Context: an optimization exercise on an open-source flow, tuned for small area, a short achievable clock period and few clock cycles per item. The choices shown serve that exercise and are no tape-out recipe.
No functional check of the RTL was part of any run shown here.

## flow/design.v (module list and top-level ports; edited modules follow where they fit)
// module loop_frame: 522 lines
// module lf_mac32: 1765 lines
// module lf_mac33: 1793 lines
// module lf_add33: 127 lines
module loop_frame (
    input  wire        clk,
    input  wire        rst,
    input  wire        cmd_valid,
    output wire        cmd_ready,
    input  wire [1:0]  cmd_op,
    input  wire [5:0]  cmd_addr,
    input  wire [31:0] cmd_data,
    input  wire [31:0] in_y,
    input  wire [31:0] in_r,
    input  wire [31:0] in_x1,
    input  wire [31:0] in_x2,
    input  wire [31:0] in_x3,
    output reg         out_valid,
    output reg  [31:0] out_value,
    output reg  [1:0]  out_lim,
    output reg  [11:0] out_flags
);
  // ...
==> flow/flow/run.sh <==
#!/bin/bash
# Layout flow: the standard ORFS flow (standard.sh), with repair_timing aimed
# at a setup slack margin so that the critical paths are sized for a short period.
# The clock period and all constraints stay the design's. Each make/tool output
# goes to its own log in this folder (ORFS also keeps its per-step logs under orfs/logs).
set -euo pipefail
MARGIN=24
bash standard.sh SYNTH_ARGS=-noabc SETUP_SLACK_MARGIN=$MARGIN MATCH_CELL_FOOTPRINT=0 synth > flow_synth.log 2>&1
bash standard.sh SETUP_SLACK_MARGIN=$MARGIN MATCH_CELL_FOOTPRINT=0 floorplan > flow_floorplan.log 2>&1
bash standard.sh SETUP_SLACK_MARGIN=$MARGIN MATCH_CELL_FOOTPRINT=0 place > flow_place.log 2>&1
bash standard.sh SETUP_SLACK_MARGIN=$MARGIN MATCH_CELL_FOOTPRINT=0 cts > flow_cts.log 2>&1
bash standard.sh SETUP_SLACK_MARGIN=$MARGIN MATCH_CELL_FOOTPRINT=0 MAX_REPAIR_ANTENNAS_ITER_DRT=10 route > flow_route.log 2>&1
bash standard.sh SETUP_SLACK_MARGIN=$MARGIN MATCH_CELL_FOOTPRINT=0 finish > flow_finish.log 2>&1
==> flow/standard.sh <==
#!/bin/bash
# synth_recipe.tcl (not shown) runs the flow's synth.tcl, then flattens the netlist and writes it again
# the make line also repeats each setting of config.mk as NAME=value (left out here)
make -C /OpenROAD-flow-scripts/flow DESIGN_CONFIG=/design/flow/config.mk WORK_HOME=/design/flow/orfs CLKGATE_MAP_FILE= SYNTH_SCRIPT=/design/flow/synth_recipe.tcl "${@:-finish}"
==> flow/config.mk <==
export PLATFORM = sky130hd
export DESIGN_NAME = loop_frame
export DESIGN_NICKNAME = loop_frame
export VERILOG_FILES = /design/flow/design.v
export SDC_FILE = /design/flow/constraint.sdc
export NUM_CORES = 8
export LEC_CHECK = 0
export ABC_AREA = 1
export CAP_MARGIN = 20
export CORE_MARGIN = 2
export CORE_UTILIZATION = 40
export PLACE_DENSITY = 0.7
export SLEW_MARGIN = 30
export TNS_END_PERCENT = 0
==> flow/constraint.sdc <==
create_clock -name core_clock -period 32.0 [get_ports {clk}]
set_input_delay 6.4000 -clock core_clock [delete_from_list [all_inputs] [get_ports {clk}]]
set_output_delay 6.4000 -clock core_clock [all_outputs]
set_load 0.01 [all_outputs]
==> impl_metrics.ini, run 1 <==
[synth]
yosys_warnings = 1
post_synth_fa_ha_maj_area_fraction_pct = 27.0
synth_cells = 31200
synth_compound_area_share_pct = 15.0

[route]
via_count = 249000
top_layer_used = met5
wl_met1_mm = 511
route.met2.wl_mm = 569
dr.pass1.iters = 12

[setup_path]
cp-end-kind = flop
reg2reg_from = a0s11
crit_top_cell = nand2_1
cp_slowest_cell = a221oi_1

[die]
die_h_um = 818

[sta]
setup_viol = 0

[outcome]
outcome = timing/DRC/antenna clean

[placed_design]
place_ws_ns = 22.03
place_congestion = 1.07

[clock_tree]
cts_hold_repair.buffers = 0
clockBufferDepth = 4

[grt]
antenna_found_initial = 202
grt_busiest_layer = met2

[cells_and_area]
layout_commonest_cell = nand2_1
antennaDiodeCount = 216
==> run 2: changes to the inputs <==
--- a/flow/config.mk
+++ b/flow/config.mk
@@ -11,4 +11,4 @@
 export CORE_UTILIZATION = 40
 export PLACE_DENSITY = 0.7
 export SLEW_MARGIN = 30
-export TNS_END_PERCENT = 0
+export TNS_END_PERCENT = 5
==> run 2 against run 1 <==
  * Register-to-register slack better by 0.11 ns
  * Die area unchanged
  * Largest cell class unchanged
  * Critical path type unchanged
  * Highest routed layer unchanged
  * Maximum frequency up 1.3%
  * Critical path depth up 2
  * Via count up 0.17%
  * Sequential share of layout area down 0.085 points
==> impl_metrics.ini, run 2 <==
[outcome]
outcome = timing/DRC/antenna clean

[setup_path]
crit_top_cell = nand2_1
slowest_delay_ns = 0.62
reg2reg_from = xq0[31]
crit_required_ns = 32.65
path_class = reg -> reg
rr_endpoint = xq2[15]
crit_buf_inv = 6
cp_top_family = adder cells
cp_slowest_cell = clkinvlp_4
endpoint = xq2[15]
r2r_slack_ns = 23.59
worstRegToRegCells = 34
crit_cells = 34
startpoint = xq0[31]
crit_arrival_ns = 9.06
cp-start-kind = flop
cp-end-kind = flop
crit_fanout = 10

[sta]
rsz0062_at_grt = yes
fin_crit_ns = 8.41
setup_viol = 0
final_hold_viol_count = 0
setup_tns_ns = 0
slew_viol_final = 0
worst_pin_slew_ns = 1.21
finClkSkew_ns = 0.0821
fmax_ghz = 0.119
fin_crit_sh_pct = 26.3
relSlewSlack_pct = 19.2
hold_ws_ns = 0.303

[synth]
syn_nets = 35500
ys_async_sr_fraction_pct = 0
synth.distinct_cells = 76
synth_most_common_cell = nand2_1
avgSynthCellArea_um2 = 8.51
synth_common_cells = 5,401 x nand2_1, 3,232 x inv_1, 3,115 x xor2_1
ys_seq_area_share_pct = 25.5
synth_top_area_share_pct = 19.5
synth_cells = 31200
synthesis.area_um2 = 265000
yosys_warnings = 1
synth.ff_latch_count = 2904
yosys-top-cells-area = fa_1 20%, dfxtp_1 15%, edfxtp_1 11%
synth_flop_cell = dfxtp_1
synth_edf_count = 933
synth_top_area_cell = fa_1

[route]
routed_via_density = 6.23
antenna_left = 0
via_count = 250000
drc_errors = 0
dr.pass1.iters = 17
wl_per_cell_um = 34.6
drtIter0Drc = 36300
wl_mm = 1390

[grt]
grt_pass1_vias = 237000
grt_overflow = 0
antenna_found_initial = 209
grt.total_usage_pct = 39.4
grt_max_degree = 106
grt_pass1_wl_mm = 1880

[placed_design]
placed_area_um2 = 277000
place_congestion = 1.07
numPortBuffers = 250
place_inst = 38900
hpwl_mm = 1010

[die]
io_pins = 251
core_area_um2 = 661000
die_h_um = 818
num_rows = 299
die_x_um = 818
initial_utilization_pct = 40.1
die_area_um2 = 669000

[job]
cap_violations = 0

[clock_tree]
cts_hold_repair.buffers = 0
cts_tree = yes
clk_pin_slew_worst_paths_ns = 0.06
cts_root_buffer = clkbuf_16
numCtsBuffers = 344
worstSkewPairLatency_ns = 1.09
clockBufferDepth = 4
numClockSinks = 2904
htree_levels = 5

[cells_and_area]
layout_commonest_cell = nand2_1
fin_util_pct = 45.7
fill_cells = 64100
final_cell_area_um2 = 302000
seq_area_um2 = 67900
final_cell_mix = 5,182 x nand2_1, 3,052 x inv_1, 3,047 x xor2_1
multi_input_area_um2 = 184000
syn2layout_area_growth_pct = 14.0
layout-drive-gt1-share_pct = 11.5
stdcell_count = 40100
fin_nets = 35200

[min_path]
hp-class = reg -> reg
[run 2: stage by stage]
| stage | worst slack (ns) |
|---|---|
| final | 23.59 |
| after global routing | 23.77 |
| after floorplan | 24.44 |
| after detailed placement | 22.03 |
| after CTS | 23.63 |
| after global placement | 21.11 |
[run 2: worst min-delay path by stage]
stage / depth (start not counted) / from / slack, ns / to
after floorplan: 0 / ring0[132] / 0.31 / ring0[100]
after global placement: 0 / ring1[177] / 0.31 / ring1[145]
after detailed placement: 0 / ring1[87] / 0.31 / ring1[55]
after CTS: 0 / ring1[95] / 0.28 / ring1[63]
after global routing: 0 / ring1[95] / 0.30 / ring1[63]
final: 0 / ring1[95] / 0.30 / ring1[63]
[run 2: cells by family after synthesis]
| group | Yosys count | synth area share, % |
|---|---|---|
| buffers and inverters | 5326 | 7.63 |
| AND/OR/NAND/NOR | 8580 | 13.3 |
| AO/OA/AOI/OAI | 6692 | 15.0 |
| adder cells (fa/ha/maj) | 4167 | 27.0 |
| XOR/XNOR | 3401 | 11.2 |
| multiplexers | 90 | 0.382 |
| flip-flops | 2904 | 25.5 |
[run 2: layer usage]
layer	part of all wire (%)	vias to the layer above	GRT usage, %
met3	13	4797	13.2
met5	0.068	-	0.128
met1	37	122000	49.4
met4	8.7	124	26.4
met2	41	19200	57.4
li1	-	103000	-
[run 2: timing repair]
| action | in CTS | in global routing |
|---|---|---|
| endpoints found under the setup margin | 923 | 872 |
| setup buffers | 84 | 223 |
| cloned | 6 | 49 |
| pin swaps | 28 | 272 |
| resized for setup | 882 | 1440 |
[run 2: cell type report]
type	count	area share, %
repair inverters	5	0.0103
clock inverters	194	0.772
multi-input cells	22900	60.8
inverters	3301	4.23
flip-flops and latches	2904	22.5
well taps	8729	3.61
repair buffers	1347	4.72
clock buffers	442	3.19
diodes	200	0.166
[run 2: worst reg2reg max path: cells and delay by family (launching register included)]
family          cells  cell delay (ns)
buf+inv             6             1.25
simple gates       19             2.29
compound gates      2             0.75
fa+ha+maj           6             2.87
flops               1             0.36
xor+xnor            1             0.44

[afterwards: timing with drivers on the ports]
How much do the figures lean on ideal ports? The routed layouts below were timed once more, with nothing changed but the port constraints. Step 1 (the two cells are an assumption about what drives the block):
set clk [get_ports {clk}]
set_driving_cell -lib_cell sky130_fd_sc_hd__clkbuf_16 $clk
set_driving_cell -lib_cell sky130_fd_sc_hd__buf_2 [delete_from_list [all_inputs] $clk]
Step 2, shift: input delay + t, output delay - t, t = (earliest + latest rising clock arrival at the registers) / 2. This alone moves slack from input paths to output paths. a / b / c = ideal ports / drivers / drivers and shift; a / b = the first two.
| run | shift t [ns] | setup slack, ns | latest minus earliest clock arrival (ns) | worst slew at a driven data input, ns |
|---|---|---|---|---|
| run 1 | 1.188 | 23.478 / 23.478 / 22.639 | 0.085 / 0.085 | 0.22 |
| run 2 | 1.187 | 23.588 / 23.588 / 22.568 | 0.082 / 0.083 | 0.24 |
After both steps every run listed still meets setup and hold. For run 2, which loses most, drivers alone change the setup slack by 0.000 ns; drivers and shift together by -1.020 ns.
